This design comes from an exercise in tuning for small area, a short achievable clock period and few clock cycles on the open sky130 flow, not from production work. The RTL was checked by simulation tests, not by an equivalence proof against the original design.

==> flow/design.v (outline; a module is shown in full before it is edited, if it fits) <==
// module loop_slot: 6276 lines
module loop_slot (
    input  wire        clk,
    input  wire        rst,
    input  wire        cfg_we,
    input  wire [6:0]  cfg_addr,
    input  wire [31:0] cfg_wdata,
    input  wire        in_valid,
    output wire        in_ready,
    input  wire [15:0] in_word,
    input  wire        in_held,
    input  wire [31:0] in_wref,
    output reg         out_valid,
    output reg  [31:0] out_u,
    output reg  [31:0] out_dlv,
    output reg  [47:0] out_yc,
    output reg  [31:0] out_e,
    output reg  [31:0] out_evals,
    output reg  [6:0]  out_flags,
    output reg  [15:0] out_e_sats,
    output reg  [15:0] out_clamps
);
  // ...
==> flow/run.sh <==
#!/bin/bash
# synth_recipe.tcl (not shown) runs the flow's synth.tcl, then flattens the netlist and writes it again
# the make line also repeats each setting of config.mk as NAME=value (left out here)
make -C /OpenROAD-flow-scripts/flow DESIGN_CONFIG=/design/flow/config.mk WORK_HOME=/design/flow/orfs CLKGATE_MAP_FILE= SYNTH_SCRIPT=/design/flow/synth_recipe.tcl finish
==> flow/config.mk <==
export PLATFORM = sky130hd
export DESIGN_NAME = loop_slot
export DESIGN_NICKNAME = loop_slot
export VERILOG_FILES = /design/flow/design.v
export SDC_FILE = /design/flow/constraint.sdc
export NUM_CORES = 4
export LEC_CHECK = 0
export ABC_AREA = 1
export CAP_MARGIN = 20
export CORE_MARGIN = 2
export CORE_UTILIZATION = 30
export PLACE_DENSITY = 0.42
export SLEW_MARGIN = 20
==> flow/constraint.sdc <==
create_clock -name core_clock -period 30.0 [get_ports {clk}]
set_input_delay 6.0000 -clock core_clock [delete_from_list [all_inputs] [get_ports {clk}]]
set_output_delay 6.0000 -clock core_clock [all_outputs]
set_load 0.01 [all_outputs]
==> flow_metrics.env, run 1 <==
export IMPL_drt_total_wl_um=2400000
export IMPL_pre_cts_ws_ns=17.94
export IMPL_status="finished clean"
export IMPL_dr_wl_met3_um=348000
export IMPL_arrival_ns=13.32
export IMPL_critPathMaxFanout=24
export IMPL_synth_xor_xnor_area_share=0.134
export IMPL_cts_root_buf="clkbuf_16"
export IMPL_antenna_cells=199
export IMPL_largest_reg_flops=1152
export IMPL_final_hold_viol_count=0
export IMPL_period_needed_ns=12.37
export IMPL_start_kind="flip-flop"
export IMPL_die_area_mm2=1.17
export IMPL_crit_family="adder cells"
export IMPL_drc_errors=0
export IMPL_largestRegisters="coef (1152), p_s (78), p_c (77)"
export IMPL_min_from="out_hi[20]"
export IMPL_async_flop_share=0
export IMPL_min_path_type="reg -> reg"
export IMPL_nonClkBufAreaFrac=0.0431
export IMPL_post_drt_via_cell_ratio=6.15
export IMPL_cp_num_buf_inv=4
export IMPL_placedInstanceArea_mm2=0.371
export IMPL_yosys_warnings=2
export IMPL_worstPathRequired_ns=30.96
export IMPL_nFillCells=119000
export IMPL_grt_util_all_layers=0.399
export IMPL_portBuffers=304
export IMPL_clk_share=0.0335
export IMPL_largest_cell_class="multi-input gates"
export IMPL_yosysMostFrequentCell="nand2_1"
export IMPL_wl_met2_um=925000
export IMPL_crit_type="reg -> reg"
export IMPL_final_common_cell="nand2_1"
export IMPL_postRouteAntennaNets=0
export IMPL_rr_endpoint="p_c[45]"
export IMPL_period_share=0.412
export IMPL_inverters=3075
export IMPL_max_stage_delay_ns=1.32
Testbench counts, summed over its fixed seeds: cycles 8,496.
==> run 2, diff against run 1 <==
--- a/flow/config.mk
+++ b/flow/config.mk
@@ -10,4 +10,4 @@
 export CORE_MARGIN = 2
-export CORE_UTILIZATION = 30
-export PLACE_DENSITY = 0.42
+export CORE_UTILIZATION = 22
+export PLACE_DENSITY = 0.3
 export SLEW_MARGIN = 20
==> flow_metrics.env, run 2 <==
export IMPL_synth_top_family_by_area="adder cells"
export IMPL_grt_util_all_layers=0.318
export IMPL_core_region_area_mm2=1.58
export IMPL_rr_startpoint="ka1_one[7]"
export IMPL_ys_ff_latch=3069
export IMPL_chipWidth_um=1260
export IMPL_synth_commonest_cells="nand2_1 (6117), fa_1 (5607), xor2_1 (5282)"
export IMPL_crit_start="ka1_one[7]"
export IMPL_drt_total_wl_um=2610000
export IMPL_cts_tree="built"
export IMPL_synth_compound_area_frac=0.131
export IMPL_largestRegisters="coef (1152), p_s (78), p_c (77)"
export IMPL_min_path_type="reg -> reg"
export IMPL_worstPathRequired_ns=31.01
export IMPL_synth_seq_area_share=0.210
export IMPL_rsz0062_at_grt="false"
export IMPL_drive_gt1_frac=0.0808
export IMPL_cts_buffer_depth=5
export IMPL_synthCells=38100
export IMPL_portBuffers=304
export IMPL_period_needed_ns=13.01
export IMPL_grt_max_degree=138
export IMPL_cts_resized=0
export IMPL_final_common_cell="nand2_1"
export IMPL_largest_reg_flops=1152
export IMPL_fin_cells=58800
export IMPL_finClkSkew_ns=0.156
export IMPL_antenna_found_initial=308
export IMPL_cts_buffers=398
export IMPL_slew_headroom=0.0824
export IMPL_post_drt_via_cell_ratio=5.38
export IMPL_ios=309
export IMPL_post_dp_hpwl_um=2010000
export IMPL_clock_sinks=3069
export IMPL_gp_congestion=1.06
export IMPL_synth_simple_area_share=0.106
export IMPL_nFillCells=170000
export IMPL_rr_endpoint="xh2[22]"
export IMPL_critPathCaptureType="flip-flop"
export IMPL_worstMarginPinSlew_ns=1.38
export IMPL_critPathSlowestCell="nand3_4"
export IMPL_critPathMaxFanout=39
export IMPL_hold_depth=0
export IMPL_yosys_area_share_adder=0.349
export IMPL_synth_largest_area_cell="fa_1"
export IMPL_hold_end="out_yc[3]"
export IMPL_async_flop_share=0
export IMPL_nNetsFinal=43600
export IMPL_finalSetupViolCount=0
export IMPL_status="finished clean"
export IMPL_htreeDepth=5
export IMPL_dr_pass1_iters=9
export IMPL_cts_hold_buffers=0
export IMPL_yosysMostFrequentCell="nand2_1"
export IMPL_drt_iter0_drc=44300
export IMPL_wl_per_cell_um=44.4
export IMPL_synthTopCellsByArea="fa_1 (32%), xor2_1 (13%), dfxtp_1 (11%), edfxtp_1 (9.9%), o22ai_1 (8.5%)"
export IMPL_final_cell_mix="nand2_1 (6077), fa_1 (5595), xor2_1 (5256)"
export IMPL_period_share=0.434
export IMPL_r2r_cells=40
export IMPL_max_stage_delay_ns=0.68
export IMPL_regMostFlops="coef"
export IMPL_cts_root_buf="clkbuf_16"
export IMPL_r2r_slack_ns=16.99
export IMPL_postRouteAntennaNets=0
export IMPL_synthesis_nets=44500
export IMPL_setup_tns_ns=0
export IMPL_maxCapViolations=0
export IMPL_synthFlopType="dfxtp_1"
export IMPL_die_h_um=1260
export IMPL_grt_pass1_vias=310000
export IMPL_grt_ovfl_total=0
export IMPL_slew_violations=0
export IMPL_clk_pin_slew_ns=0.06
export IMPL_die_area_mm2=1.59
export IMPL_crit_top_cell="nand2_1"
export IMPL_syn_cell_area_mm2=0.348
export IMPL_row_count=462
export IMPL_cts_setup_buffers=0
export IMPL_initial_utilization=0.220
export IMPL_clock_latency_ns=1.20
export IMPL_vias=316000
export IMPL_syn_area_per_cell_um2=9.14
export IMPL_max_freq_ghz=0.0769
export IMPL_synth_mux_area_frac=0.000381
export IMPL_grt_pass1_wl_um=3330000
export IMPL_start_kind="flip-flop"
export IMPL_synth_xor_xnor_area_share=0.134
export IMPL_area_delta_synth_final_pct=13.1
export IMPL_crit_type="reg -> reg"
export IMPL_min_from="z_yc[3]"
export IMPL_arrival_ns=14.02
export IMPL_synth_top_cell_area_share=0.323
export IMPL_final_hold_viol_count=0
export IMPL_yosys_warnings=2
export IMPL_synth_edff_count=1152
export IMPL_synthDistinctLibCells=65
export IMPL_drc_errors=0
export IMPL_place_inst=57900
[run 2: how the worst max path moves through the flow]
stage | to | depth (start not counted)
final | xh2[22] | 40
after floorplan | p_c[47] | 37
after detailed placement | xh3[36] | 41
after CTS | xh2[3] | 39
after global routing | xh2[3] | 39
after global placement | xh3[36] | 41
[run 2: layout make-up]
| type | instances | area, um2 | area share |
|---|---|---|---|
| sequential | 3069 | 73100 | 0.186 |
| timing repair buffer | 2119 | 17300 | 0.0439 |
| inverter | 3075 | 11600 | 0.0295 |
| clock buffer | 546 | 11200 | 0.0286 |
| tap | 21100 | 26400 | 0.0671 |
| multi-input combinational | 28500 | 251000 | 0.639 |
| antenna | 186 | 465 | 0.00118 |
| clock inverter | 175 | 2100 | 0.00534 |
[run 2: cells by family (layout without fill, tap and decap cells)]
family / count (synthesis) / count (layout)
other: 1 / 187
muxes: 13 / 13
DFF: 3069 / 3069
xor gates and xnor gates: 5331 / 5331
and+or+nand+nor: 9357 / 9357
adders and majority gates: 6337 / 6337
AOI/OAI and AO/OA: 7456 / 7456
buffers and inverters: 6504 / 5915
[run 2: critical path, delay by kind of cell, from the launching register on]
family	cells	cell delay, ns
adder cells (fa/ha/maj)	8	3.51
AND/OR/NAND/NOR	16	3.11
buffers and inverters	8	2.80
AO/OA/AOI/OAI	6	2.31
XOR/XNOR	2	0.74
flip-flops	1	0.31
[run 2: through the flow]
step / worst slack (ns) / hold slack (ns) / utilization / cell area (um2)
after global placement: 16.91 / 0.313 / 0.240 / 379000
after detailed placement: 16.95 / 0.312 / 0.240 / 380000
after floorplan: 22.04 / 0.310 / - / 348000
after global routing: 16.23 / 0.325 / 0.249 / 393000
after CTS: 16.87 / 0.323 / 0.249 / 393000
final: 16.99 / 0.323 / 0.249 / 394000
[run 2: layer usage]
| layer | global-route usage | up-vias | routed length [um] |
|---|---|---|---|
| met1 | 0.399 | 167000 | 1030000 |
| li1 | - | 124000 | - |
| met4 | 0.210 | 62 | 213000 |
| met5 | 0.00282 | - | 1020 |
| met3 | 0.111 | 4867 | 283000 |
| met2 | 0.461 | 21100 | 1080000 |

port drivers added, routing unchanged:
The results above use ideal ports. As a check the final layouts listed here were re-extracted and re-timed, cells and wires unchanged. Step 1 (the two cells are an assumption about what drives the block):
set clk [get_ports {clk}]
set_driving_cell -lib_cell sky130_fd_sc_hd__clkbuf_16 $clk
set_driving_cell -lib_cell sky130_fd_sc_hd__buf_2 [delete_from_list [all_inputs] $clk]
Step 2, shift: input delay + t, output delay - t, t = (earliest + latest rising clock arrival at the registers) / 2. This alone moves slack from input paths to output paths. Three values: ideal, step 1, step 2; two values: the first two.
run	t, ns	setup slack, ns	hold slack, ns	worst slew at a driven data input, ns
run 1	1.289	17.633 / 17.633 / 17.633	0.317 / 0.317 / 0.317	0.35
run 2	1.295	16.990 / 16.990 / 16.990	0.323 / 0.323 / 0.323	0.24
After both steps every run listed still meets setup and hold.
